Background: an optimization exercise with open tools, aiming at small area, a short achievable clock period and few clock cycles per item. Do not read the settings as production practice.
Only simulation tests tie the RTL to the original design; equivalence was not proved.

**flow/design.v**
```verilog
module sha384_core (
    input  wire         clk,
    input  wire         rst,
    input  wire         in_valid,
    output wire         in_ready,
    input  wire [63:0]  in_data,      
    input  wire         in_first,     
    input  wire         in_last,      
    output reg          out_valid,
    output wire [383:0] digest        
);
    localparam [63:0] IV0 = 64'hcbbb9d5dc1059ed8, IV1 = 64'h629a292a367cd507, IV2 = 64'h9159015a3070dd17, IV3 = 64'h152fecd8f70e5939,
                      IV4 = 64'h67332667ffc00b31, IV5 = 64'h8eb44a8768581511, IV6 = 64'hdb0c2e0d64f98fa7, IV7 = 64'h47b5481dbefa4fa4;
    localparam [64*80-1:0] KTAB = {
        64'h6c44198c4a475817, 64'h5fcb6fab3ad6faec, 64'h597f299cfc657e2a, 64'h4cc5d4becb3e42b6,
        64'h431d67c49c100d4c, 64'h3c9ebe0a15c9bebc, 64'h32caab7b40c72493, 64'h28db77f523047d84,
        64'h1b710b35131c471b, 64'h113f9804bef90dae, 64'h0a637dc5a2c898a6, 64'h06f067aa72176fba,
        64'hf57d4f7fee6ed178, 64'heada7dd6cde0eb1e, 64'hd186b8c721c0c207, 64'hca273eceea26619c,
        64'hc67178f2e372532b, 64'hbef9a3f7b2c67915, 64'ha4506cebde82bde9, 64'h90befffa23631e28,
        64'h8cc702081a6439ec, 64'h84c87814a1f0ab72, 64'h78a5636f43172f60, 64'h748f82ee5defb2fc,
        64'h682e6ff3d6b2b8a3, 64'h5b9cca4f7763e373, 64'h4ed8aa4ae3418acb, 64'h391c0cb3c5c95a63,
        64'h34b0bcb5e19b48a8, 64'h2748774cdf8eeb99, 64'h1e376c085141ab53, 64'h19a4c116b8d2d0c8,
        64'h106aa07032bbd1b8, 64'hf40e35855771202a, 64'hd69906245565a910, 64'hd192e819d6ef5218,
        64'hc76c51a30654be30, 64'hc24b8b70d0f89791, 64'ha81a664bbc423001, 64'ha2bfe8a14cf10364,
        64'h92722c851482353b, 64'h81c2c92e47edaee6, 64'h766a0abb3c77b2a8, 64'h650a73548baf63de,
        64'h53380d139d95b3df, 64'h4d2c6dfc5ac42aed, 64'h2e1b21385c26c926, 64'h27b70a8546d22ffc,
        64'h142929670a0e6e70, 64'h06ca6351e003826f, 64'hd5a79147930aa725, 64'hc6e00bf33da88fc2,
        64'hbf597fc7beef0ee4, 64'hb00327c898fb213f, 64'ha831c66d2db43210, 64'h983e5152ee66dfab,
        64'h76f988da831153b5, 64'h5cb0a9dcbd41fbd4, 64'h4a7484aa6ea6e483, 64'h2de92c6f592b0275,
        64'h240ca1cc77ac9c65, 64'h0fc19dc68b8cd5b5, 64'hefbe4786384f25e3, 64'he49b69c19ef14ad2,
        64'hc19bf174cf692694, 64'h9bdc06a725c71235, 64'h80deb1fe3b1696b1, 64'h72be5d74f27b896f,
        64'h550c7dc3d5ffb4e2, 64'h243185be4ee4b28c, 64'h12835b0145706fbe, 64'hd807aa98a3030242,
        64'hab1c5ed5da6d8118, 64'h923f82a4af194f9b, 64'h59f111f1b605d019, 64'h3956c25bf348b538,
        64'he9b5dba58189dbbc, 64'hb5c0fbcfec4d3b2f, 64'h7137449123ef65cd, 64'h428a2f98d728ae22
    };
    function automatic [63:0] rotr(input [63:0] x, input integer n);
        rotr = (x >> n) | (x << (64 - n));
    endfunction
    reg  [3:0] ph;                
    reg  [3:0] dph;               
    reg  [4:0] wcnt;              
    reg        nfirst, nlast;     
    reg        busy;              
    reg  [6:0] cnt;               
    reg        rnd, fin, sch;     
    reg        cfirst, clast;     
    wire word0_ok = (ph[1:0] == 2'd0) && (!busy || cnt >= 7'd68);
    assign in_ready = (wcnt == 5'd0) ? word0_ok
                                     : (!wcnt[4] && dph == wcnt[3:0]);
    wire acc   = in_valid && in_ready;
    wire full  = wcnt[4] || (wcnt == 5'd15 && acc);
    wire free  = !busy || cnt == 7'd83;
    wire start = full && dph == 4'd15 && free;
    reg [1023:0] w;               
    reg [63:0] a, b, c, d, e, f, g, h;
    reg [63:0] ha0, ha1, ha2, ha3, he0, he1, he2, he3;    
    reg [63:0] hkw;               
    reg  [63:0] kval;
    wire [6:0]  kidx = (cnt < 7'd78) ? cnt + 7'd2 : 7'd0;
    wire [63:0] krom = KTAB[64*kidx +: 64];
    wire [63:0] bsig1 = rotr(e, 14) ^ rotr(e, 18) ^ rotr(e, 41);
    wire [63:0] bsig0 = rotr(a, 28) ^ rotr(a, 34) ^ rotr(a, 39);
    wire [63:0] ch    = (e & f) ^ (~e & g);
    wire [63:0] maj   = (a & b) ^ (a & c) ^ (b & c);
    wire [63:0] t1s = hkw ^ bsig1 ^ ch;
    wire [63:0] t1c = {(hkw[62:0] & bsig1[62:0]) | (hkw[62:0] & ch[62:0]) | (bsig1[62:0] & ch[62:0]), 1'b0};
    wire [63:0] es = t1s ^ t1c ^ d;
    wire [63:0] ec = {(t1s[62:0] & t1c[62:0]) | (t1s[62:0] & d[62:0]) | (t1c[62:0] & d[62:0]), 1'b0};
    wire [63:0] as1 = t1s ^ t1c ^ bsig0;
    wire [63:0] ac1 = {(t1s[62:0] & t1c[62:0]) | (t1s[62:0] & bsig0[62:0]) | (t1c[62:0] & bsig0[62:0]), 1'b0};
    wire [63:0] as2 = as1 ^ ac1 ^ maj;
    wire [63:0] ac2 = {(as1[62:0] & ac1[62:0]) | (as1[62:0] & maj[62:0]) | (ac1[62:0] & maj[62:0]), 1'b0};
    wire [63:0] e_new, a_new;
    sk_add64 u_eadd (.x(es), .y(ec), .s(e_new));
    sk_add64 u_aadd (.x(as2), .y(ac2), .s(a_new));
    wire [63:0] w0  = w[0 +: 64];
    wire [63:0] ssig0 = rotr(w[64 +: 64], 1) ^ rotr(w[64 +: 64], 8) ^ (w[64 +: 64] >> 7);
    wire [63:0] ssig1 = rotr(w[896 +: 64], 19) ^ rotr(w[896 +: 64], 61) ^ (w[896 +: 64] >> 6);
    wire [63:0] ws1 = ssig1 ^ w[576 +: 64] ^ ssig0;
    wire [63:0] wc1 = {(ssig1[62:0] & w[576 +: 63]) | (ssig1[62:0] & ssig0[62:0]) | (w[576 +: 63] & ssig0[62:0]), 1'b0};
    wire [63:0] ws2 = ws1 ^ wc1 ^ w0;
    wire [63:0] wc2 = {(ws1[62:0] & wc1[62:0]) | (ws1[62:0] & w0[62:0]) | (wc1[62:0] & w0[62:0]), 1'b0};
    wire [63:0] wnext;
    sk_add64 u_wadd (.x(ws2), .y(wc2), .s(wnext));
    wire [63:0] w_in  = acc ? in_data : (sch ? wnext : w0);
    reg [63:0] iva, ive;
    always @* begin
        case (ph[1:0])
            2'd0: begin iva = IV3; ive = IV7; end
            2'd1: begin iva = IV2; ive = IV6; end
            2'd2: begin iva = IV1; ive = IV5; end
            default: begin iva = IV0; ive = IV4; end
        endcase
    end
    wire [63:0] hba  = cfirst ? iva : ha3;
    wire [63:0] hbe  = cfirst ? ive : he3;
    wire [63:0] suma, sume;
    sk_add64 u_fa (.x(d), .y(hba), .s(suma));
    sk_add64 u_fe (.x(h), .y(hbe), .s(sume));
    wire [63:0] ya   = fin ? suma : ha3;
    wire [63:0] ye   = fin ? sume : he3;
    wire [63:0] ks1 = g ^ kval ^ w[127:64];
    wire [63:0] kc1 = {(g[62:0] & kval[62:0]) | (g[62:0] & w[126:64]) | (kval[62:0] & w[126:64]), 1'b0};
    wire [63:0] hkw_d;
    sk_add64 u_hadd (.x(ks1), .y(kc1), .s(hkw_d));
    wire        ldiv = (wcnt != 5'd0) && nfirst;
    assign digest = {ha0, ha1, ha2, ha3, he0, he1};
    always @(posedge clk) begin
        w   <= {w_in, w[1023:64]};
        hkw <= hkw_d;
        kval <= start ? KTAB[64 +: 64] : krom;
        a <= rnd ? a_new : (ldiv ? iva : ya);
        b <= a; c <= b; d <= c;
        e <= rnd ? e_new : (ldiv ? ive : ye);
        f <= e; g <= f; h <= g;
        ha0 <= ya; ha1 <= ha0; ha2 <= ha1; ha3 <= ha2;
        he0 <= ye; he1 <= he0; he2 <= he1; he3 <= he2;
    end
    always @(posedge clk) begin
        if (rst) begin
            ph        <= 4'd0;
            dph       <= 4'd0;
            wcnt      <= 5'd0;
            busy      <= 1'b0;
            cnt       <= 7'd83;
            rnd       <= 1'b0;
            fin       <= 1'b0;
            sch       <= 1'b0;
            out_valid <= 1'b0;
        end else begin
            ph  <= ph + 4'd1;
            dph <= (acc && wcnt == 5'd0) ? 4'd1 : dph + 4'd1;
            if (acc && wcnt == 5'd0) begin
                nfirst <= in_first;
                nlast  <= in_last;
            end
            if (start)
                wcnt <= 5'd0;
            else if (acc)
                wcnt <= wcnt + 5'd1;
            out_valid <= fin && cnt == 7'd83 && clast;
            if (start) begin
                busy   <= 1'b1;
                cnt    <= 7'd0;
                rnd    <= 1'b1;
                fin    <= 1'b0;
                sch    <= 1'b1;
                cfirst <= nfirst;
                clast  <= nlast;
            end else if (busy && cnt != 7'd83) begin
                cnt <= cnt + 7'd1;
                rnd <= cnt < 7'd79;
                fin <= cnt >= 7'd79;
                sch <= cnt < 7'd63;
            end else begin
                busy <= 1'b0;
                rnd  <= 1'b0;
                fin  <= 1'b0;
                sch  <= 1'b0;
            end
        end
    end
endmodule
module sk_add64 (input wire [63:0] x, input wire [63:0] y, output wire [63:0] s);
    wire [63:0] p0 = x ^ y;
    wire [63:0] g0 = x & y;
    wire g_0 = g0[1] | (p0[1] & g0[0]);
    wire g_1 = g0[3] | (p0[3] & g0[2]);
    wire p_1 = p0[3] & p0[2];
    wire g_2 = g0[5] | (p0[5] & g0[4]);
    wire p_2 = p0[5] & p0[4];
    wire g_3 = g0[7] | (p0[7] & g0[6]);
    wire p_3 = p0[7] & p0[6];
    wire g_4 = g0[9] | (p0[9] & g0[8]);
    wire p_4 = p0[9] & p0[8];
    wire g_5 = g0[11] | (p0[11] & g0[10]);
    wire p_5 = p0[11] & p0[10];
    wire g_6 = g0[13] | (p0[13] & g0[12]);
    wire p_6 = p0[13] & p0[12];
    wire g_7 = g0[15] | (p0[15] & g0[14]);
    wire p_7 = p0[15] & p0[14];
    wire g_8 = g0[17] | (p0[17] & g0[16]);
    wire p_8 = p0[17] & p0[16];
    wire g_9 = g0[19] | (p0[19] & g0[18]);
    wire p_9 = p0[19] & p0[18];
    wire g_10 = g0[21] | (p0[21] & g0[20]);
    wire p_10 = p0[21] & p0[20];
    wire g_11 = g0[23] | (p0[23] & g0[22]);
    wire p_11 = p0[23] & p0[22];
    wire g_12 = g0[25] | (p0[25] & g0[24]);
    wire p_12 = p0[25] & p0[24];
    wire g_13 = g0[27] | (p0[27] & g0[26]);
    wire p_13 = p0[27] & p0[26];
    wire g_14 = g0[29] | (p0[29] & g0[28]);
    wire p_14 = p0[29] & p0[28];
    wire g_15 = g0[31] | (p0[31] & g0[30]);
    wire p_15 = p0[31] & p0[30];
    wire g_16 = g0[33] | (p0[33] & g0[32]);
    wire p_16 = p0[33] & p0[32];
    wire g_17 = g0[35] | (p0[35] & g0[34]);
    wire p_17 = p0[35] & p0[34];
    wire g_18 = g0[37] | (p0[37] & g0[36]);
    wire p_18 = p0[37] & p0[36];
    wire g_19 = g0[39] | (p0[39] & g0[38]);
    wire p_19 = p0[39] & p0[38];
    wire g_20 = g0[41] | (p0[41] & g0[40]);
    wire p_20 = p0[41] & p0[40];
    wire g_21 = g0[43] | (p0[43] & g0[42]);
    wire p_21 = p0[43] & p0[42];
    wire g_22 = g0[45] | (p0[45] & g0[44]);
    wire p_22 = p0[45] & p0[44];
    wire g_23 = g0[47] | (p0[47] & g0[46]);
    wire p_23 = p0[47] & p0[46];
    wire g_24 = g0[49] | (p0[49] & g0[48]);
    wire p_24 = p0[49] & p0[48];
    wire g_25 = g0[51] | (p0[51] & g0[50]);
    wire p_25 = p0[51] & p0[50];
    wire g_26 = g0[53] | (p0[53] & g0[52]);
    wire p_26 = p0[53] & p0[52];
    wire g_27 = g0[55] | (p0[55] & g0[54]);
    wire p_27 = p0[55] & p0[54];
    wire g_28 = g0[57] | (p0[57] & g0[56]);
    wire p_28 = p0[57] & p0[56];
    wire g_29 = g0[59] | (p0[59] & g0[58]);
    wire p_29 = p0[59] & p0[58];
    wire g_30 = g0[61] | (p0[61] & g0[60]);
    wire p_30 = p0[61] & p0[60];
    wire g_31 = g0[63] | (p0[63] & g0[62]);
    wire p_31 = p0[63] & p0[62];
    wire g_32 = g0[2] | (p0[2] & g_0);
    wire g_33 = g_1 | (p_1 & g_0);
    wire g_34 = g0[6] | (p0[6] & g_2);
    wire p_34 = p0[6] & p_2;
    wire g_35 = g_3 | (p_3 & g_2);
    wire p_35 = p_3 & p_2;
    wire g_36 = g0[10] | (p0[10] & g_4);
    wire p_36 = p0[10] & p_4;
    wire g_37 = g_5 | (p_5 & g_4);
    wire p_37 = p_5 & p_4;
    wire g_38 = g0[14] | (p0[14] & g_6);
    wire p_38 = p0[14] & p_6;
    wire g_39 = g_7 | (p_7 & g_6);
    wire p_39 = p_7 & p_6;
    wire g_40 = g0[18] | (p0[18] & g_8);
    wire p_40 = p0[18] & p_8;
    wire g_41 = g_9 | (p_9 & g_8);
    wire p_41 = p_9 & p_8;
    wire g_42 = g0[22] | (p0[22] & g_10);
    wire p_42 = p0[22] & p_10;
    wire g_43 = g_11 | (p_11 & g_10);
    wire p_43 = p_11 & p_10;
    wire g_44 = g0[26] | (p0[26] & g_12);
    wire p_44 = p0[26] & p_12;
    wire g_45 = g_13 | (p_13 & g_12);
    wire p_45 = p_13 & p_12;
    wire g_46 = g0[30] | (p0[30] & g_14);
    wire p_46 = p0[30] & p_14;
    wire g_47 = g_15 | (p_15 & g_14);
    wire p_47 = p_15 & p_14;
    wire g_48 = g0[34] | (p0[34] & g_16);
    wire p_48 = p0[34] & p_16;
    wire g_49 = g_17 | (p_17 & g_16);
    wire p_49 = p_17 & p_16;
    wire g_50 = g0[38] | (p0[38] & g_18);
    wire p_50 = p0[38] & p_18;
    wire g_51 = g_19 | (p_19 & g_18);
    wire p_51 = p_19 & p_18;
    wire g_52 = g0[42] | (p0[42] & g_20);
    wire p_52 = p0[42] & p_20;
    wire g_53 = g_21 | (p_21 & g_20);
    wire p_53 = p_21 & p_20;
    wire g_54 = g0[46] | (p0[46] & g_22);
    wire p_54 = p0[46] & p_22;
    wire g_55 = g_23 | (p_23 & g_22);
    wire p_55 = p_23 & p_22;
    wire g_56 = g0[50] | (p0[50] & g_24);
    wire p_56 = p0[50] & p_24;
    wire g_57 = g_25 | (p_25 & g_24);
    wire p_57 = p_25 & p_24;
    wire g_58 = g0[54] | (p0[54] & g_26);
    wire p_58 = p0[54] & p_26;
    wire g_59 = g_27 | (p_27 & g_26);
    wire p_59 = p_27 & p_26;
    wire g_60 = g0[58] | (p0[58] & g_28);
    wire p_60 = p0[58] & p_28;
    wire g_61 = g_29 | (p_29 & g_28);
    wire p_61 = p_29 & p_28;
    wire g_62 = g0[62] | (p0[62] & g_30);
    wire p_62 = p0[62] & p_30;
    wire g_63 = g_31 | (p_31 & g_30);
    wire p_63 = p_31 & p_30;
    wire g_64 = g0[4] | (p0[4] & g_33);
    wire g_65 = g_2 | (p_2 & g_33);
    wire g_66 = g_34 | (p_34 & g_33);
    wire g_67 = g_35 | (p_35 & g_33);
    wire g_68 = g0[12] | (p0[12] & g_37);
    wire p_68 = p0[12] & p_37;
    wire g_69 = g_6 | (p_6 & g_37);
    wire p_69 = p_6 & p_37;
    wire g_70 = g_38 | (p_38 & g_37);
    wire p_70 = p_38 & p_37;
    wire g_71 = g_39 | (p_39 & g_37);
    wire p_71 = p_39 & p_37;
    wire g_72 = g0[20] | (p0[20] & g_41);
    wire p_72 = p0[20] & p_41;
    wire g_73 = g_10 | (p_10 & g_41);
    wire p_73 = p_10 & p_41;
    wire g_74 = g_42 | (p_42 & g_41);
    wire p_74 = p_42 & p_41;
    wire g_75 = g_43 | (p_43 & g_41);
    wire p_75 = p_43 & p_41;
    wire g_76 = g0[28] | (p0[28] & g_45);
    wire p_76 = p0[28] & p_45;
    wire g_77 = g_14 | (p_14 & g_45);
    wire p_77 = p_14 & p_45;
    wire g_78 = g_46 | (p_46 & g_45);
    wire p_78 = p_46 & p_45;
    wire g_79 = g_47 | (p_47 & g_45);
    wire p_79 = p_47 & p_45;
    wire g_80 = g0[36] | (p0[36] & g_49);
    wire p_80 = p0[36] & p_49;
    wire g_81 = g_18 | (p_18 & g_49);
    wire p_81 = p_18 & p_49;
    wire g_82 = g_50 | (p_50 & g_49);
    wire p_82 = p_50 & p_49;
    wire g_83 = g_51 | (p_51 & g_49);
    wire p_83 = p_51 & p_49;
    wire g_84 = g0[44] | (p0[44] & g_53);
    wire p_84 = p0[44] & p_53;
    wire g_85 = g_22 | (p_22 & g_53);
    wire p_85 = p_22 & p_53;
    wire g_86 = g_54 | (p_54 & g_53);
    wire p_86 = p_54 & p_53;
    wire g_87 = g_55 | (p_55 & g_53);
    wire p_87 = p_55 & p_53;
    wire g_88 = g0[52] | (p0[52] & g_57);
    wire p_88 = p0[52] & p_57;
    wire g_89 = g_26 | (p_26 & g_57);
    wire p_89 = p_26 & p_57;
    wire g_90 = g_58 | (p_58 & g_57);
    wire p_90 = p_58 & p_57;
    wire g_91 = g_59 | (p_59 & g_57);
    wire p_91 = p_59 & p_57;
    wire g_92 = g0[60] | (p0[60] & g_61);
    wire p_92 = p0[60] & p_61;
    wire g_93 = g_30 | (p_30 & g_61);
    wire p_93 = p_30 & p_61;
    wire g_94 = g_62 | (p_62 & g_61);
    wire p_94 = p_62 & p_61;
    wire g_95 = g_63 | (p_63 & g_61);
    wire p_95 = p_63 & p_61;
    wire g_96 = g0[8] | (p0[8] & g_67);
    wire g_97 = g_4 | (p_4 & g_67);
    wire g_98 = g_36 | (p_36 & g_67);
    wire g_99 = g_37 | (p_37 & g_67);
    wire g_100 = g_68 | (p_68 & g_67);
    wire g_101 = g_69 | (p_69 & g_67);
    wire g_102 = g_70 | (p_70 & g_67);
    wire g_103 = g_71 | (p_71 & g_67);
    wire g_104 = g0[24] | (p0[24] & g_75);
    wire p_104 = p0[24] & p_75;
    wire g_105 = g_12 | (p_12 & g_75);
    wire p_105 = p_12 & p_75;
    wire g_106 = g_44 | (p_44 & g_75);
    wire p_106 = p_44 & p_75;
    wire g_107 = g_45 | (p_45 & g_75);
    wire p_107 = p_45 & p_75;
    wire g_108 = g_76 | (p_76 & g_75);
    wire p_108 = p_76 & p_75;
    wire g_109 = g_77 | (p_77 & g_75);
    wire p_109 = p_77 & p_75;
    wire g_110 = g_78 | (p_78 & g_75);
    wire p_110 = p_78 & p_75;
    wire g_111 = g_79 | (p_79 & g_75);
    wire p_111 = p_79 & p_75;
    wire g_112 = g0[40] | (p0[40] & g_83);
    wire p_112 = p0[40] & p_83;
    wire g_113 = g_20 | (p_20 & g_83);
    wire p_113 = p_20 & p_83;
    wire g_114 = g_52 | (p_52 & g_83);
    wire p_114 = p_52 & p_83;
    wire g_115 = g_53 | (p_53 & g_83);
    wire p_115 = p_53 & p_83;
    wire g_116 = g_84 | (p_84 & g_83);
    wire p_116 = p_84 & p_83;
    wire g_117 = g_85 | (p_85 & g_83);
    wire p_117 = p_85 & p_83;
    wire g_118 = g_86 | (p_86 & g_83);
    wire p_118 = p_86 & p_83;
    wire g_119 = g_87 | (p_87 & g_83);
    wire p_119 = p_87 & p_83;
    wire g_120 = g0[56] | (p0[56] & g_91);
    wire p_120 = p0[56] & p_91;
    wire g_121 = g_28 | (p_28 & g_91);
    wire p_121 = p_28 & p_91;
    wire g_122 = g_60 | (p_60 & g_91);
    wire p_122 = p_60 & p_91;
    wire g_123 = g_61 | (p_61 & g_91);
    wire p_123 = p_61 & p_91;
    wire g_124 = g_92 | (p_92 & g_91);
    wire p_124 = p_92 & p_91;
    wire g_125 = g_93 | (p_93 & g_91);
    wire p_125 = p_93 & p_91;
    wire g_126 = g_94 | (p_94 & g_91);
    wire p_126 = p_94 & p_91;
    wire g_127 = g_95 | (p_95 & g_91);
    wire p_127 = p_95 & p_91;
    wire g_128 = g0[16] | (p0[16] & g_103);
    wire g_129 = g_8 | (p_8 & g_103);
    wire g_130 = g_40 | (p_40 & g_103);
    wire g_131 = g_41 | (p_41 & g_103);
    wire g_132 = g_72 | (p_72 & g_103);
    wire g_133 = g_73 | (p_73 & g_103);
    wire g_134 = g_74 | (p_74 & g_103);
    wire g_135 = g_75 | (p_75 & g_103);
    wire g_136 = g_104 | (p_104 & g_103);
    wire g_137 = g_105 | (p_105 & g_103);
    wire g_138 = g_106 | (p_106 & g_103);
    wire g_139 = g_107 | (p_107 & g_103);
    wire g_140 = g_108 | (p_108 & g_103);
    wire g_141 = g_109 | (p_109 & g_103);
    wire g_142 = g_110 | (p_110 & g_103);
    wire g_143 = g_111 | (p_111 & g_103);
    wire g_144 = g0[48] | (p0[48] & g_119);
    wire p_144 = p0[48] & p_119;
    wire g_145 = g_24 | (p_24 & g_119);
    wire p_145 = p_24 & p_119;
    wire g_146 = g_56 | (p_56 & g_119);
    wire p_146 = p_56 & p_119;
    wire g_147 = g_57 | (p_57 & g_119);
    wire p_147 = p_57 & p_119;
    wire g_148 = g_88 | (p_88 & g_119);
    wire p_148 = p_88 & p_119;
    wire g_149 = g_89 | (p_89 & g_119);
    wire p_149 = p_89 & p_119;
    wire g_150 = g_90 | (p_90 & g_119);
    wire p_150 = p_90 & p_119;
    wire g_151 = g_91 | (p_91 & g_119);
    wire p_151 = p_91 & p_119;
    wire g_152 = g_120 | (p_120 & g_119);
    wire p_152 = p_120 & p_119;
    wire g_153 = g_121 | (p_121 & g_119);
    wire p_153 = p_121 & p_119;
    wire g_154 = g_122 | (p_122 & g_119);
    wire p_154 = p_122 & p_119;
    wire g_155 = g_123 | (p_123 & g_119);
    wire p_155 = p_123 & p_119;
    wire g_156 = g_124 | (p_124 & g_119);
    wire p_156 = p_124 & p_119;
    wire g_157 = g_125 | (p_125 & g_119);
    wire p_157 = p_125 & p_119;
    wire g_158 = g_126 | (p_126 & g_119);
    wire p_158 = p_126 & p_119;
    wire g_159 = g_127 | (p_127 & g_119);
    wire p_159 = p_127 & p_119;
    wire g_160 = g0[32] | (p0[32] & g_143);
    wire g_161 = g_16 | (p_16 & g_143);
    wire g_162 = g_48 | (p_48 & g_143);
    wire g_163 = g_49 | (p_49 & g_143);
    wire g_164 = g_80 | (p_80 & g_143);
    wire g_165 = g_81 | (p_81 & g_143);
    wire g_166 = g_82 | (p_82 & g_143);
    wire g_167 = g_83 | (p_83 & g_143);
    wire g_168 = g_112 | (p_112 & g_143);
    wire g_169 = g_113 | (p_113 & g_143);
    wire g_170 = g_114 | (p_114 & g_143);
    wire g_171 = g_115 | (p_115 & g_143);
    wire g_172 = g_116 | (p_116 & g_143);
    wire g_173 = g_117 | (p_117 & g_143);
    wire g_174 = g_118 | (p_118 & g_143);
    wire g_175 = g_119 | (p_119 & g_143);
    wire g_176 = g_144 | (p_144 & g_143);
    wire g_177 = g_145 | (p_145 & g_143);
    wire g_178 = g_146 | (p_146 & g_143);
    wire g_179 = g_147 | (p_147 & g_143);
    wire g_180 = g_148 | (p_148 & g_143);
    wire g_181 = g_149 | (p_149 & g_143);
    wire g_182 = g_150 | (p_150 & g_143);
    wire g_183 = g_151 | (p_151 & g_143);
    wire g_184 = g_152 | (p_152 & g_143);
    wire g_185 = g_153 | (p_153 & g_143);
    wire g_186 = g_154 | (p_154 & g_143);
    wire g_187 = g_155 | (p_155 & g_143);
    wire g_188 = g_156 | (p_156 & g_143);
    wire g_189 = g_157 | (p_157 & g_143);
    wire g_190 = g_158 | (p_158 & g_143);
    wire g_191 = g_159 | (p_159 & g_143);
    assign s = p0 ^ {g_190, g_189, g_188, g_187, g_186, g_185, g_184, g_183, g_182, g_181, g_180, g_179, g_178, g_177, g_176, g_175, g_174, g_173, g_172, g_171, g_170, g_169, g_168, g_167, g_166, g_165, g_164, g_163, g_162, g_161, g_160, g_143, g_142, g_141, g_140, g_139, g_138, g_137, g_136, g_135, g_134, g_133, g_132, g_131, g_130, g_129, g_128, g_103, g_102, g_101, g_100, g_99, g_98, g_97, g_96, g_67, g_66, g_65, g_64, g_33, g_32, g_0, g0[0], 1'b0};
endmodule
```
**flow/config.mk**
```make
export PLATFORM = sky130hd
export DESIGN_NAME = sha384_core
export DESIGN_NICKNAME = sha384_core
export VERILOG_FILES = /design/flow/design.v
export SDC_FILE = /design/flow/constraint.sdc
export NUM_CORES = 4
export LEC_CHECK = 0
export CAP_MARGIN = 20
export CORE_MARGIN = 2
export CORE_UTILIZATION = 40
export SLEW_MARGIN = 20
export SYNTH_MEMORY_MAX_BITS = 16384
```
**flow/run.sh**
```bash
#!/bin/bash
# synth_recipe.tcl (not shown) runs the flow's synth.tcl, then flattens the netlist and writes it again
# the make line also repeats each setting of config.mk as NAME=value (left out here)
make -C /OpenROAD-flow-scripts/flow DESIGN_CONFIG=/design/flow/config.mk WORK_HOME=/design/flow/orfs CLKGATE_MAP_FILE= SYNTH_SCRIPT=/design/flow/synth_recipe.tcl finish
```
**flow/constraint.sdc**
```tcl
create_clock -name core_clock -period 13.0 [get_ports {clk}]
set_input_delay 2.6000 -clock core_clock [delete_from_list [all_inputs] [get_ports {clk}]]
set_output_delay 2.6000 -clock core_clock [all_outputs]
set_load 0.01 [all_outputs]
```
==> results of run 1 <==
==> stage by stage <==
step | area (um2) | setup slack (ps) | utilization (%) | hold WS, ps
4_1_cts | 104000 | 6710 | 47.5 | 252
3_3_place_gp | 96300 | 6420 | 43.9 | 310
3_5_place_dp | 96300 | 6750 | 43.9 | 312
6_report | 104000 | 6700 | 47.5 | 257
2_1_floorplan | 88300 | 8170 | - | 310
5_1_grt | 104000 | 6460 | 47.5 | 267
==> synthesized netlist by cell type (all sizes together), types with 15 or more instances <==
master | n | area, um2
xnor2 | 574 | 5030
xor2 | 291 | 2550
nand4 | 31 | 194
and2 | 34 | 213
o311ai | 22 | 210
o221ai | 27 | 236
fa | 455 | 9110
a311oi | 26 | 245
mux2i | 137 | 1370
a31oi | 71 | 444
o21bai | 37 | 278
ha | 401 | 5020
o21ai | 576 | 2890
or3 | 20 | 125
or2 | 26 | 163
a211o | 20 | 175
a22oi | 15 | 113
mux2 | 30 | 342
nor2 | 352 | 1320
a221oi | 25 | 225
nand3 | 101 | 505
nand2b | 38 | 238
nor2b | 46 | 288
o31ai | 29 | 260
a211oi | 70 | 536
dfxtp | 2199 | 44000
nand2 | 431 | 1620
and3 | 47 | 294
o21a | 39 | 293
o22ai | 30 | 188
a32oi | 16 | 140
a221o | 19 | 190
nor3 | 91 | 455
o211ai | 53 | 403
maj3 | 23 | 230
inv | 508 | 1910
buf | 69 | 304
a21oi | 445 | 2250
clkbuf | 213 | 802
a21o | 201 | 1510
==> layout by cell type, fill, tap and decap left out, drive strengths merged, types with 34 or more instances in the layout <==
cell type,Yosys,layout
dfxtp,2199,2199
o21ai,576,576
xnor2,574,574
inv,508,522
fa,455,455
clkdlybuf4s50,0,454
a21oi,445,445
nand2,431,431
ha,401,401
nor2,352,352
xor2,291,291
clkbuf,213,288
a21o,201,201
mux2i,137,137
buf,69,112
nand3,101,101
nor3,91,91
a31oi,71,71
a211oi,70,70
clkinv,1,65
o211ai,53,53
and3,47,47
nor2b,46,46
o21a,39,39
nand2b,38,38
o21bai,37,37
and2,34,34
==> final cells by class <==
cell class | instances | area (um2) | area share [%]
flip-flops and latches | 2203 | 44200 | 42.3
well taps | 2871 | 3590 | 3.45
clock buffers | 288 | 6090 | 5.84
diodes | 9 | 22.5 | 0.0216
inverters | 509 | 1910 | 1.83
multi-input cells | 5011 | 41300 | 39.6
clock inverters | 127 | 1840 | 1.77
repair buffers | 566 | 5400 | 5.18
==> layer usage <==
layer	track usage (%)	up-vias
met2	53.0	2687
met1	39.7	31300
met4	17.2	6
li1	-	28300
met5	0	-
met3	4.86	694
==> registers in the layout (all words and copies together), names as in the netlist, 5 cells and up <==
name and count:
a 64, b 64, c 64, cnt 7, d 64, e 64
f 64, g 64, h 64, ha0 64, ha1 64, ha2 64
ha3 64, he0 64, he1 64, he2 64, he3 64, hkw 64
kval 64, w 1024, wcnt 5
==> cell families after synthesis <==
| logic type | Yosys count | share of synthesized area [%] |
|---|---|---|
| multiplexers | 167 | 1.94 |
| adder cells (fa/ha/maj) | 879 | 16.3 |
| buffers and inverters | 791 | 3.42 |
| XOR/XNOR | 865 | 8.59 |
| flip-flops | 2203 | 50.0 |
| AO/OA/AOI/OAI | 1836 | 13.2 |
| AND/OR/NAND/NOR | 1264 | 6.55 |
==> final timing paths <==
path,end,slack [ps],depth (start not counted)
worst max-delay path,a[39]$_DFF_P_,6700,16
worst min-delay path,w[634]$_DFF_P_,260,0
worst max register to register,a[39]$_DFF_P_,6700,16
worst min register to register,w[634]$_DFF_P_,260,0
==> flow_results.xml, run 1 <==
<?xml version="1.0" encoding="UTF-8"?>
<metrics>
  <group name="run_status">
    <metric name="run_status" unit="">no timing/DRC/antenna violations</metric>
  </group>
  <group name="critical_path">
    <metric name="r2r-start" unit="">ph[0]$_SDFF_PP0_</metric>
    <metric name="cp_num_buf_inv" unit="">0</metric>
    <metric name="cpMaxStageDelayCell" unit="">nand2b_2</metric>
    <metric name="startpoint" unit="">ph[0]$_SDFF_PP0_</metric>
    <metric name="cp_cell_instances" unit="">ha_1 &gt; nand2b_2 &gt; o21ai_0 &gt; ha_1 &gt; fa_1 &gt; a211oi_1 &gt; o21ai_1 &gt; o31a_1 &gt; o2111ai_1 &gt; a21o_1 &gt; a21o_1 &gt; nand2_2 &gt; xnor2_1 &gt; mux2i_1 &gt; o21ai_0 &gt; o21ai_0</metric>
    <metric name="setup.worst_path.start_class" unit="">flip-flop</metric>
    <metric name="crit_path_end_kind" unit="">flip-flop</metric>
    <metric name="cp_common_cell" unit="">o21ai_0</metric>
    <metric name="worst_ep_required_time" unit="ps">13700</metric>
    <metric name="cpLargestDelayFamily" unit="">compound AO/OA/AOI/OAI gates</metric>
    <metric name="crit_path_max_incr_delay" unit="ps">790</metric>
    <metric name="critical_path_peak_fanout" unit="">10</metric>
    <metric name="crit_path_category" unit="">reg -&gt; reg</metric>
    <metric name="worst_ep_arrival_time" unit="ps">7000</metric>
  </group>
  <group name="floorplanning">
    <metric name="floorplan.initialDensity" unit="%">40.2</metric>
    <metric name="pin_count" unit="">455</metric>
    <metric name="fp.coreArea" unit="mm2">0.220</metric>
    <metric name="die_area" unit="mm2">0.224</metric>
    <metric name="die_width" unit="um">474</metric>
    <metric name="floorplan.die.height" unit="um">474</metric>
    <metric name="floorplan.rows" unit="">172</metric>
  </group>
  <group name="drt">
    <metric name="detailroute.wirelength.met3" unit="um">21400</metric>
    <metric name="first_pass_iters" unit="">6</metric>
    <metric name="detail_route.wl_per_cell" unit="um">31.4</metric>
    <metric name="dr_wl_met2" unit="um">171000</metric>
    <metric name="post-route-drc-count" unit="">0</metric>
    <metric name="route.vias.total" unit="">63000</metric>
    <metric name="routedLengthMet1" unit="um">148000</metric>
    <metric name="drt-total-wl" unit="um">363000</metric>
    <metric name="viasPerCell" unit="">5.44</metric>
    <metric name="detail_route.iter0.violations" unit="">5567</metric>
    <metric name="topRoutingLayerUsed" unit="">met5</metric>
    <metric name="detail-route-antenna-nets" unit="">0</metric>
  </group>
  <group name="sta">
    <metric name="period_share" unit="%">48.5</metric>
    <metric name="fin_setup_tns" unit="ps">0</metric>
    <metric name="worst_slew_pin_slew" unit="ps">1270</metric>
    <metric name="timing.final.max_slew_violations" unit="">0</metric>
    <metric name="period_needed" unit="ps">6300</metric>
    <metric name="timing.clock.skew" unit="ps">84.5</metric>
    <metric name="finalHoldViolations" unit="">0</metric>
    <metric name="setup_viol_count_final" unit="">0</metric>
    <metric name="timing.max_slew.rel_slack" unit="%">15.2</metric>
    <metric name="grt_setup_unrepaired" unit="">no</metric>
    <metric name="fmax" unit="GHz">0.159</metric>
  </group>
  <group name="global_routing">
    <metric name="grt_first_pass_wirelength" unit="um">498000</metric>
    <metric name="grt_util_all_layers" unit="%">31.9</metric>
    <metric name="grt_antenna_before_repair" unit="">17</metric>
    <metric name="globalRoute.totalOverflow" unit="">0</metric>
    <metric name="first_global_vias" unit="">62500</metric>
    <metric name="grt_max_degree" unit="">73</metric>
  </group>
  <group name="placed_design">
    <metric name="dp_hpwl" unit="um">289000</metric>
    <metric name="dp_cells" unit="">11200</metric>
    <metric name="port_buffers" unit="">454</metric>
    <metric name="place_congestion" unit="">1.00</metric>
  </group>
  <group name="cts">
    <metric name="clock_latency" unit="ps">900</metric>
    <metric name="cts-buffers-inserted" unit="">219</metric>
    <metric name="cts.sink_count" unit="">2203</metric>
    <metric name="postCtsHoldBufs" unit="">0</metric>
    <metric name="cts_root_buffer" unit="">clkbuf_16</metric>
    <metric name="postCtsSetupBuffers" unit="">0</metric>
    <metric name="tritoncts" unit="">yes</metric>
    <metric name="h_tree_levels" unit="">4</metric>
    <metric name="clk_transition_reported_paths" unit="ps">60</metric>
    <metric name="clockBufferDepth" unit="">3</metric>
    <metric name="post_cts_resized" unit="">0</metric>
  </group>
  <group name="yosys">
    <metric name="fraction_of_the_yosys_area_taken_by_sequential_cells" unit="%">50.0</metric>
    <metric name="number_of_synthesized_flops_with_an_enable_pin" unit="">4</metric>
    <metric name="syn-instance-count" unit="">8005</metric>
    <metric name="mappedNetlistArea" unit="mm2">0.0883</metric>
    <metric name="ys_async_sr_fraction" unit="%">0</metric>
    <metric name="syn_nets" unit="">8930</metric>
    <metric name="synth-seq-cells" unit="">2203</metric>
    <metric name="synth_cell_types" unit="">103</metric>
    <metric name="synth_warnings" unit="">1</metric>
    <metric name="synthFlopType" unit="">dfxtp_1</metric>
    <metric name="synth_area_per_cell" unit="um2">11.0</metric>
  </group>
  <group name="final_layout">
    <metric name="finalNetCount" unit="">9435</metric>
    <metric name="final_layout_size_suffix_gt1_share" unit="%">7.30</metric>
    <metric name="final-instance-count-excl-fill" unit="">11600</metric>
    <metric name="syn2layout_area_growth" unit="%">18.1</metric>
    <metric name="filler_cell_count" unit="">20000</metric>
  </group>
  <group name="hold_path">
    <metric name="min_path_type" unit="">reg -&gt; reg</metric>
    <metric name="holdCritStartpoint" unit="">w[698]$_DFF_P_</metric>
  </group>
  <group name="job">
    <metric name="maxCapViolations" unit="">0</metric>
  </group>
</metrics>
Testbench counts, summed over its fixed seeds: cycles 25,500, blocks 300.
==> run 2, diff against run 1 <==
--- a/flow/design.v
+++ b/flow/design.v
@@ -44,4 +44,6 @@
     reg  [6:0] cnt;               
     reg        rnd, fin, sch;     
+    reg        kpre;              
+    reg        hfin;              
     reg        cfirst, clast;     
     wire word0_ok = (ph[1:0] == 2'd0) && (!busy || cnt >= 7'd68);
@@ -81,6 +83,7 @@
     wire [63:0] ws2 = ws1 ^ wc1 ^ w0;
     wire [63:0] wc2 = {(ws1[62:0] & wc1[62:0]) | (ws1[62:0] & w0[62:0]) | (wc1[62:0] & w0[62:0]), 1'b0};
-    wire [63:0] wnext;
-    sk_add64 u_wadd (.x(ws2), .y(wc2), .s(wnext));
+    wire [63:0] wsum;
+    sk_add64 u_wadd (.x(fin ? d : ws2), .y(fin ? hba : wc2), .s(wsum));
+    wire [63:0] wnext = wsum;
     wire [63:0] w_in  = acc ? in_data : (sch ? wnext : w0);
     reg [63:0] iva, ive;
@@ -93,13 +96,11 @@
         endcase
     end
-    wire [63:0] hba  = cfirst ? iva : ha3;
-    wire [63:0] hbe  = cfirst ? ive : he3;
-    wire [63:0] suma, sume;
-    sk_add64 u_fa (.x(d), .y(hba), .s(suma));
-    sk_add64 u_fe (.x(h), .y(hbe), .s(sume));
-    wire [63:0] ya   = fin ? suma : ha3;
-    wire [63:0] ye   = fin ? sume : he3;
-    wire [63:0] ks1 = g ^ kval ^ w[127:64];
-    wire [63:0] kc1 = {(g[62:0] & kval[62:0]) | (g[62:0] & w[126:64]) | (kval[62:0] & w[126:64]), 1'b0};
+    wire        ldh  = rnd && cfirst;
+    wire [63:0] hba  = ha3;
+    wire [63:0] ya   = fin ? wsum : (ldh ? iva : ha3);
+    wire [63:0] ye   = fin ? hkw : (ldh ? ive : he3);
+    wire [63:0] w1k = hfin ? 64'd0 : w[127:64];
+    wire [63:0] ks1 = g ^ kval ^ w1k;
+    wire [63:0] kc1 = {(g[62:0] & kval[62:0]) | (g[62:0] & w1k[62:0]) | (kval[62:0] & w1k[62:0]), 1'b0};
     wire [63:0] hkw_d;
     sk_add64 u_hadd (.x(ks1), .y(kc1), .s(hkw_d));
@@ -109,5 +110,5 @@
         w   <= {w_in, w[1023:64]};
         hkw <= hkw_d;
-        kval <= start ? KTAB[64 +: 64] : krom;
+        kval <= kpre ? he1 : start ? KTAB[64 +: 64] : krom;
         a <= rnd ? a_new : (ldiv ? iva : ya);
         b <= a; c <= b; d <= c;
@@ -127,4 +128,6 @@
             fin       <= 1'b0;
             sch       <= 1'b0;
+            kpre      <= 1'b0;
+            hfin      <= 1'b0;
             out_valid <= 1'b0;
         end else begin
@@ -146,4 +149,6 @@
                 fin    <= 1'b0;
                 sch    <= 1'b1;
+                kpre   <= 1'b0;
+                hfin   <= 1'b0;
                 cfirst <= nfirst;
                 clast  <= nlast;
@@ -153,4 +158,6 @@
                 fin <= cnt >= 7'd79;
                 sch <= cnt < 7'd63;
+                kpre <= cnt >= 7'd77 && cnt <= 7'd80;
+                hfin <= cnt >= 7'd78 && cnt <= 7'd81;
             end else begin
                 busy <= 1'b0;
@@ -158,4 +165,6 @@
                 fin  <= 1'b0;
                 sch  <= 1'b0;
+                kpre <= 1'b0;
+                hfin <= 1'b0;
             end
         end
==> flow/flow/run.sh (new file) <==
#!/bin/bash
set -euo pipefail
bash standard.sh SETUP_SLACK_MARGIN=7 finish > orfs_make.log 2>&1
==> flow/standard.sh (new file) <==
#!/bin/bash
# synth_recipe.tcl (not shown) runs the flow's synth.tcl, then flattens the netlist and writes it again
# the make line also repeats each setting of config.mk as NAME=value (left out here)
make -C /OpenROAD-flow-scripts/flow DESIGN_CONFIG=/design/flow/config.mk WORK_HOME=/design/flow/orfs CLKGATE_MAP_FILE= SYNTH_SCRIPT=/design/flow/synth_recipe.tcl "${@:-finish}"
--- a/flow/config.mk
+++ b/flow/config.mk
@@ -9,4 +9,6 @@
 export CORE_MARGIN = 2
 export CORE_UTILIZATION = 40
+export CTS_CLUSTER_DIAMETER = 100
+export CTS_CLUSTER_SIZE = 20
 export SLEW_MARGIN = 20
 export SYNTH_MEMORY_MAX_BITS = 16384
removed: flow/run.sh
==> run 2 against run 1 <==
  * Register-to-register slack gained 250 ps
  * Synthesized cell count shrank 5.4%
  * Critical path depth grew 1
  * Global-route usage grew 2.5 points
  * Wire length grew 2.3%
  * Critical endpoint is now kval[39]$_DFF_P_
  * Worst hold slack gained 46 ps
==> flow_results.xml, run 2 <==
<?xml version="1.0" encoding="UTF-8"?>
<metrics>
  <group name="final_layout">
    <metric name="final_common_cell" unit="">dfxtp_1</metric>
    <metric name="largest_register_ff_count" unit="">1024</metric>
    <metric name="final_layout_size_suffix_gt1_share" unit="%">6.73</metric>
    <metric name="most-common-layout-cells" unit="">dfxtp_1 (2,116), xnor2_1 (510), o21ai_0 (494)</metric>
    <metric name="finalNetCount" unit="">8784</metric>
    <metric name="syn2layout_area_growth" unit="%">14.6</metric>
    <metric name="regMostFlops" unit="">w</metric>
    <metric name="filler_cell_count" unit="">19300</metric>
  </group>
  <group name="sta">
    <metric name="fin_setup_tns" unit="ps">0</metric>
    <metric name="grt_setup_unrepaired" unit="">yes</metric>
    <metric name="finalHoldViolations" unit="">0</metric>
    <metric name="timing.max_slew.rel_slack" unit="%">9.75</metric>
    <metric name="period_needed" unit="ps">6050</metric>
    <metric name="fmax" unit="GHz">0.165</metric>
    <metric name="setup_viol_count_final" unit="">0</metric>
    <metric name="timing.final.max_slew_violations" unit="">0</metric>
    <metric name="period_share" unit="%">46.6</metric>
    <metric name="timing.clock.skew" unit="ps">49.6</metric>
    <metric name="worst_slew_pin_slew" unit="ps">1340</metric>
  </group>
  <group name="cts">
    <metric name="cts-buffers-inserted" unit="">132</metric>
    <metric name="tritoncts" unit="">yes</metric>
    <metric name="clockBufferDepth" unit="">3</metric>
    <metric name="cts_root_buffer" unit="">clkbuf_16</metric>
    <metric name="postCtsHoldBufs" unit="">0</metric>
    <metric name="clock_latency" unit="ps">830</metric>
    <metric name="h_tree_levels" unit="">4</metric>
    <metric name="cts.sink_count" unit="">2141</metric>
    <metric name="clk_transition_reported_paths" unit="ps">90</metric>
  </group>
  <group name="hold_path">
    <metric name="min_path_type" unit="">reg -&gt; reg</metric>
    <metric name="whs_endpoint" unit="">w[66]$_DFF_P_</metric>
    <metric name="holdCritStartpoint" unit="">w[130]$_DFF_P_</metric>
    <metric name="whs_path_depth" unit="">0</metric>
  </group>
  <group name="yosys">
    <metric name="synthDominantCellAreaShare" unit="%">50.9</metric>
    <metric name="synth_warnings" unit="">1</metric>
    <metric name="synth_cell_types" unit="">95</metric>
    <metric name="most_numerous_cell_types_in_the_synthesized_netlist" unit="">dfxtp_1 (2,137), xnor2_1 (522), o21ai_0 (501)</metric>
    <metric name="mappedNetlistArea" unit="mm2">0.0840</metric>
    <metric name="syn-instance-count" unit="">7570</metric>
    <metric name="yosys-top-cells-area" unit="">dfxtp_1 (51%), fa_1 (11%), xnor2_1 (5.4%)</metric>
    <metric name="synth-seq-cells" unit="">2141</metric>
    <metric name="number_of_synthesized_flops_with_an_enable_pin" unit="">4</metric>
    <metric name="synthFlopType" unit="">dfxtp_1</metric>
    <metric name="fraction_of_the_yosys_area_taken_by_sequential_cells" unit="%">51.1</metric>
    <metric name="yosys.cell_count.top_type" unit="">dfxtp_1</metric>
    <metric name="ys_async_sr_fraction" unit="%">0</metric>
    <metric name="syn_nets" unit="">8377</metric>
    <metric name="synth_area_per_cell" unit="um2">11.1</metric>
    <metric name="netlist.top_cell.by_area" unit="">dfxtp_1</metric>
  </group>
  <group name="critical_path">
    <metric name="crit_path_category" unit="">reg -&gt; reg</metric>
    <metric name="crit_path_end_kind" unit="">flip-flop</metric>
    <metric name="cp_cell_instances" unit="">buf_4 &gt; ha_1 &gt; a211oi_1 &gt; nand2b_1 &gt; buf_4 &gt; nand2_1 &gt; buf_4 &gt; ha_2 &gt; buf_4 &gt; nand2_1 &gt; nand2_1 &gt; nor2_1 &gt; nor2_1 &gt; o22ai_1 &gt; a22o_1 &gt; a2111oi_1 &gt; a21oi_1</metric>
    <metric name="setup.worst_path.start_class" unit="">flip-flop</metric>
    <metric name="r2r_slack" unit="ps">6950</metric>
    <metric name="r2r_end" unit="">kval[39]$_DFF_P_</metric>
    <metric name="r2r-start" unit="">cnt[1]$_SDFFE_PP1P_</metric>
    <metric name="critical_path_peak_fanout" unit="">29</metric>
    <metric name="worst_ep_arrival_time" unit="ps">6730</metric>
    <metric name="worst_ep_required_time" unit="ps">13680</metric>
    <metric name="reg2reg_depth" unit="">17</metric>
    <metric name="crit_path_max_incr_delay" unit="ps">680</metric>
    <metric name="cpMaxStageDelayCell" unit="">nor2_1</metric>
    <metric name="cp_common_cell" unit="">buf_4</metric>
  </group>
  <group name="drt">
    <metric name="detail_route.wl_per_cell" unit="um">34.3</metric>
    <metric name="post-route-drc-count" unit="">0</metric>
    <metric name="drt-total-wl" unit="um">372000</metric>
    <metric name="first_pass_iters" unit="">8</metric>
    <metric name="detail-route-antenna-nets" unit="">0</metric>
    <metric name="viasPerCell" unit="">5.56</metric>
    <metric name="detail_route.iter0.violations" unit="">6769</metric>
    <metric name="route.vias.total" unit="">60200</metric>
  </group>
  <group name="floorplanning">
    <metric name="floorplan.rows" unit="">168</metric>
    <metric name="floorplan.initialDensity" unit="%">40.1</metric>
    <metric name="die_width" unit="um">462</metric>
    <metric name="pin_count" unit="">455</metric>
    <metric name="floorplan.die.height" unit="um">462</metric>
    <metric name="fp.coreArea" unit="mm2">0.209</metric>
    <metric name="die_area" unit="mm2">0.214</metric>
  </group>
  <group name="global_routing">
    <metric name="grt_antenna_before_repair" unit="">30</metric>
    <metric name="grt_util_all_layers" unit="%">34.3</metric>
    <metric name="first_global_vias" unit="">58400</metric>
    <metric name="grt_max_degree" unit="">123</metric>
    <metric name="grt_first_pass_wirelength" unit="um">499000</metric>
    <metric name="globalRoute.totalOverflow" unit="">0</metric>
  </group>
  <group name="placed_design">
    <metric name="dp_hpwl" unit="um">298000</metric>
    <metric name="port_buffers" unit="">454</metric>
    <metric name="place_congestion" unit="">1.08</metric>
  </group>
  <group name="job">
    <metric name="maxCapViolations" unit="">0</metric>
  </group>
  <group name="run_status">
    <metric name="run_status" unit="">no timing/DRC/antenna violations</metric>
  </group>
</metrics>
==> run 2: worst max-delay path by stage <==
stage | startpoint | to | slack (ps) | cells after the start
floorplan | e[42]$_DFF_P_ | a[43]$_DFF_P_ | 8410 | 19
global placement | e[43]$_DFF_P_ | a[45]$_DFF_P_ | 6310 | 18
detailed placement | e[43]$_DFF_P_ | a[43]$_DFF_P_ | 6200 | 19
CTS | e[35]$_DFF_P_ | a[43]$_DFF_P_ | 6970 | 19
global route | cnt[1]$_SDFFE_PP1P_ | kval[39]$_DFF_P_ | 6850 | 17
finish | cnt[1]$_SDFFE_PP1P_ | kval[39]$_DFF_P_ | 6950 | 17
==> run 2: final cells by class <==
class | count | area (um2) | share of cell area [%]
sequential | 2141 | 42900 | 44.6
multi-input combinational | 4643 | 38400 | 39.9
timing repair buffer | 592 | 5630 | 5.85
tap | 2805 | 3510 | 3.65
clock buffer | 140 | 3390 | 3.52
inverter | 467 | 1760 | 1.82
clock inverter | 30 | 524 | 0.545
antenna | 22 | 55.1 | 0.0572
==> run 2: cell families after synthesis <==
logic type | synth area share [%]
flip-flops | 51.1
AO/OA/AOI/OAI | 12.8
XOR/XNOR | 7.95
AND/OR/NAND/NOR | 6.37
multiplexers | 2.94
buffers and inverters | 3.57
adder cells (fa/ha/maj) | 15.2
==> run 2: critical path, delay by kind of cell, from the launching register on <==
kind | cells | cell delay, ps
and+or+nand+nor | 6 | 1860
buffers and inverters | 4 | 1120
adders and majority gates | 2 | 690
AOI/OAI and AO/OA | 5 | 1840
DFF | 1 | 320
==> run 2: repair_timing <==
action / CTS / global route
setup endpoints to repair: 50 / 28
pin swaps: 1 / 4
resized for setup: 19 / 29
buffers inserted: 1 / 4
==> run 2: per-layer routing <==
layer | wire (um) | GRT usage (%) | vias to the layer above
li1 | - | - | 26400
met5 | 51 | 0 | -
met2 | 154000 | 50.2 | 3205
met3 | 27900 | 6.27 | 868
met1 | 157000 | 45.7 | 29800
met4 | 31700 | 24.2 | 8
==> run 2: per-stage QoR <==
stage,hold slack (ps),utilization [%],instances,worst slack [ps],cell area (um2)
CTS,296,45.9,10800,6970,96000
detailed placement,312,44.0,10600,6200,92000
global placement,310,44.0,10600,6310,92000
floorplan,310,-,7570,8410,84000
global route,300,46.0,10800,6850,96200
finish,303,46.0,10800,6950,96200
Testbench counts of run 2, summed over its fixed seeds: cycles 25,500, blocks 300.
==> run 3, diff against run 2 <==
==> flow/run.sh (new file) <==
#!/bin/bash
# synth_recipe.tcl (not shown) runs the flow's synth.tcl, then flattens the netlist and writes it again
# the make line also repeats each setting of config.mk as NAME=value (left out here)
make -C /OpenROAD-flow-scripts/flow DESIGN_CONFIG=/design/flow/config.mk WORK_HOME=/design/flow/orfs CLKGATE_MAP_FILE= SYNTH_SCRIPT=/design/flow/synth_recipe.tcl finish
--- a/flow/config.mk
+++ b/flow/config.mk
@@ -9,6 +9,4 @@
 export CORE_MARGIN = 2
 export CORE_UTILIZATION = 40
-export CTS_CLUSTER_DIAMETER = 100
-export CTS_CLUSTER_SIZE = 20
 export SLEW_MARGIN = 20
 export SYNTH_MEMORY_MAX_BITS = 16384
removed: flow/flow/run.sh
removed: flow/standard.sh
==> run 3 against run 2 <==
  * Die area unchanged
  * First-iteration DRC count grew 2.2%
  * Sequential cell count is the same
  * Critical endpoint is now a[43]$_DFF_P_
  * Synthesized cell count unchanged
  * Area after synthesis unchanged
  * Setup slack got worse by 1100 ps
  * Critical path type unchanged
  * Critical path depth is 2 higher
==> flow_results.xml, run 3 <==
<?xml version="1.0" encoding="UTF-8"?>
<metrics>
  <group name="global_routing">
    <metric name="gr-usage-met3" unit="%">6.73</metric>
    <metric name="grt_antenna_before_repair" unit="">32</metric>
    <metric name="grt.busiest_layer" unit="">met2</metric>
    <metric name="grt_max_degree" unit="">123</metric>
    <metric name="grt_first_pass_wirelength" unit="um">503000</metric>
    <metric name="first_global_vias" unit="">59400</metric>
    <metric name="globalRouteMet1Util" unit="%">45.8</metric>
    <metric name="groute.layer.met2.usage" unit="%">50.5</metric>
    <metric name="globalRoute.totalOverflow" unit="">0</metric>
    <metric name="grt_util_all_layers" unit="%">34.6</metric>
  </group>
  <group name="sta">
    <metric name="timing.final.max_slew_violations" unit="">0</metric>
    <metric name="period_needed" unit="ps">7120</metric>
    <metric name="setup_viol_count_final" unit="">0</metric>
    <metric name="fin_setup_tns" unit="ps">0</metric>
    <metric name="worst_slew_pin_slew" unit="ps">1250</metric>
    <metric name="setup_ws" unit="ps">5880</metric>
    <metric name="grt_setup_unrepaired" unit="">no</metric>
    <metric name="finalHoldViolations" unit="">0</metric>
    <metric name="timing.clock.skew" unit="ps">101</metric>
    <metric name="period_share" unit="%">54.8</metric>
    <metric name="timing.max_slew.rel_slack" unit="%">15.6</metric>
    <metric name="fmax" unit="GHz">0.140</metric>
    <metric name="whs" unit="ps">241</metric>
  </group>
  <group name="yosys">
    <metric name="synth_warnings" unit="">1</metric>
    <metric name="syn_nets" unit="">8377</metric>
    <metric name="synth-seq-cells" unit="">2141</metric>
    <metric name="ys_async_sr_fraction" unit="%">0</metric>
    <metric name="yosys.cell_count.top_type" unit="">dfxtp_1</metric>
    <metric name="most_numerous_cell_types_in_the_synthesized_netlist" unit="">dfxtp_1 (2,137), xnor2_1 (522), o21ai_0 (501)</metric>
    <metric name="synth_area_per_cell" unit="um2">11.1</metric>
    <metric name="synth_cell_types" unit="">95</metric>
    <metric name="synthFlopType" unit="">dfxtp_1</metric>
    <metric name="syn-instance-count" unit="">7570</metric>
    <metric name="fraction_of_the_yosys_area_taken_by_sequential_cells" unit="%">51.1</metric>
    <metric name="mappedNetlistArea" unit="mm2">0.0840</metric>
    <metric name="synthDominantCellAreaShare" unit="%">50.9</metric>
    <metric name="number_of_synthesized_flops_with_an_enable_pin" unit="">4</metric>
    <metric name="yosys-top-cells-area" unit="">dfxtp_1 (51%), fa_1 (11%), xnor2_1 (5.4%)</metric>
    <metric name="netlist.top_cell.by_area" unit="">dfxtp_1</metric>
  </group>
  <group name="floorplanning">
    <metric name="floorplan.initialDensity" unit="%">40.1</metric>
    <metric name="floorplan.die.height" unit="um">462</metric>
    <metric name="pin_count" unit="">455</metric>
    <metric name="die_area" unit="mm2">0.214</metric>
    <metric name="fp.coreArea" unit="mm2">0.209</metric>
    <metric name="die_width" unit="um">462</metric>
    <metric name="floorplan.rows" unit="">168</metric>
  </group>
  <group name="drt">
    <metric name="detail-route-antenna-nets" unit="">0</metric>
    <metric name="viasPerCell" unit="">5.52</metric>
    <metric name="drt-total-wl" unit="um">374000</metric>
    <metric name="first_pass_iters" unit="">6</metric>
    <metric name="route.vias.total" unit="">61100</metric>
    <metric name="detail_route.wl_per_cell" unit="um">33.8</metric>
    <metric name="detail_route.iter0.violations" unit="">6921</metric>
    <metric name="post-route-drc-count" unit="">0</metric>
  </group>
  <group name="cts">
    <metric name="post_cts_resized" unit="">0</metric>
    <metric name="clk_transition_reported_paths" unit="ps">60</metric>
    <metric name="h_tree_levels" unit="">4</metric>
    <metric name="cts_root_buffer" unit="">clkbuf_16</metric>
    <metric name="tritoncts" unit="">yes</metric>
    <metric name="clock_latency" unit="ps">910</metric>
    <metric name="clockBufferDepth" unit="">3</metric>
    <metric name="postCtsHoldBufs" unit="">0</metric>
    <metric name="postCtsSetupBuffers" unit="">0</metric>
    <metric name="cts.sink_count" unit="">2141</metric>
    <metric name="cts-buffers-inserted" unit="">212</metric>
  </group>
  <group name="final_layout">
    <metric name="post_layout_utilization_of_the_core" unit="%">47.7</metric>
    <metric name="largest_register_ff_count" unit="">1024</metric>
    <metric name="most-common-layout-cells" unit="">dfxtp_1 (2,132), xnor2_1 (522), o21ai_0 (494)</metric>
    <metric name="regMostFlops" unit="">w</metric>
    <metric name="finalNetCount" unit="">8860</metric>
    <metric name="syn2layout_area_growth" unit="%">18.9</metric>
    <metric name="final_layout_size_suffix_gt1_share" unit="%">8.50</metric>
    <metric name="final_common_cell" unit="">dfxtp_1</metric>
    <metric name="final-instance-count-excl-fill" unit="">11100</metric>
    <metric name="filler_cell_count" unit="">19000</metric>
  </group>
  <group name="job">
    <metric name="maxCapViolations" unit="">0</metric>
  </group>
  <group name="critical_path">
    <metric name="setup.worst_path.start_class" unit="">flip-flop</metric>
    <metric name="critical_path_peak_fanout" unit="">5</metric>
    <metric name="worst_ep_arrival_time" unit="ps">7850</metric>
    <metric name="worst_ep_required_time" unit="ps">13730</metric>
    <metric name="crit_path_end_kind" unit="">flip-flop</metric>
    <metric name="crit_path_category" unit="">reg -&gt; reg</metric>
  </group>
  <group name="hold_path">
    <metric name="min_path_type" unit="">reg -&gt; reg</metric>
  </group>
  <group name="placed_design">
    <metric name="post-place-ws" unit="ps">6200</metric>
    <metric name="dp_cells" unit="">10600</metric>
    <metric name="port_buffers" unit="">454</metric>
    <metric name="place_congestion" unit="">1.08</metric>
    <metric name="dp_hpwl" unit="um">298000</metric>
  </group>
  <group name="run_status">
    <metric name="run_status" unit="">no timing/DRC/antenna violations</metric>
  </group>
</metrics>
## run 3: changes by cell type in the layout (fill, tap and decap cells not counted), moves of 20 or more
cell | before | now
clkbuf_16 | 134 | 212
clkinv_2 | 2 | 39
clkbuf_8 | 1 | 36
bufinv_16 | 1 | 34
clkbuf_1 | 5 | 25
## run 3: metrics by stage
step	instance area [um2]
CTS	99800
global placement	92000
global route	99800
finish	99800
floorplan	84000
detailed placement	92000
## run 3: path summary, 6_finish.rpt
kind / start / endpoint / slack [ps] / cells past startpoint
worst min register to register: w[130]$_DFF_P_ / w[66]$_DFF_P_ / 240 / 0
worst min-delay path: w[130]$_DFF_P_ / w[66]$_DFF_P_ / 240 / 0
worst max-delay path: e[43]$_DFF_P_ / a[43]$_DFF_P_ / 5880 / 19
worst max register to register: e[43]$_DFF_P_ / a[43]$_DFF_P_ / 5880 / 19
## run 3: area by class of cell
class                           count  area [um2]  area share (%)
Clock buffer                      273        5890            5.90
Multi-Input combinational cell   4643       38200            38.3
Sequential cell                  2141       42900            43.0
Tap cell                         2805        3510            3.52
Clock inverter                    120        1880            1.88
Timing Repair Buffer              588        5580            5.59
Inverter                          467        1760            1.76
Antenna cell                       21        52.6          0.0526
## run 3: layer usage
layer,routed length [um],vias to the layer above
met5,378,-
li1,-,26700
met3,28800,889
met2,156000,3374
met4,31400,10
met1,158000,30200
## run 3: kinds of logic (layout without fill, tap and decap cells)
| family | after synthesis | in the layout | synth area share [%] |
|---|---|---|---|
| AO/OA/AOI/OAI | 1697 | 1697 | 12.8 |
| XOR/XNOR | 761 | 761 | 7.95 |
| adder cells (fa/ha/maj) | 761 | 761 | 15.2 |
| buffers and inverters | 786 | 1448 | 3.57 |
| flip-flops | 2141 | 2141 | 51.1 |
| multiplexers | 233 | 233 | 2.94 |
| other | 0 | 21 | 0 |
| AND/OR/NAND/NOR | 1191 | 1191 | 6.37 |
## run 3: worst max-delay path: stages (launching register included)
cell,delay (ps)
dfxtp_1,630
xor2_1,150
xnor2_1,570
fa_1,610
xnor2_1,290
xnor2_1,140
fa_1,560
inv_1,60
ha_1,280
a211oi_1,260
o211ai_1,240
a32oi_1,960
a21oi_1,440
a311oi_1,580
o31a_1,370
nor2b_1,90
nor2_1,250
o21ai_0,180
xnor2_1,190
o22ai_1,100

==> afterwards: timing with drivers on the ports <==
Ports are ideal in the flow. The routed layouts listed here were re-timed in OpenROAD.
Step 1: set_driving_cell puts a clkbuf_16 on clk and a buf_2 on each other input, an assumption about the parent block.
Step 2 adds t to the input delays and takes it off the output delays; t is the mean of the earliest and latest rising clock arrival at the registers after step 1. Input paths then give back, and output paths get back, about the clock's delay inside the block.
Three values: ideal, step 1, step 2; two values: the first two.
run	t (ns)	setup WS [ns]	worst setup path after step 2	latest minus earliest clock arrival (ns)	cell pins on the clock port's net
run 1	0.946	6.700 / 6.700 / 6.700	register to register	0.086 / 0.086	1
run 2	0.909	6.947 / 6.947 / 6.947	register to register	0.050 / 0.049	1
run 3	0.953	5.881 / 5.881 / 5.881	register to register	0.104 / 0.104	1
After both steps every run listed still meets setup and hold.
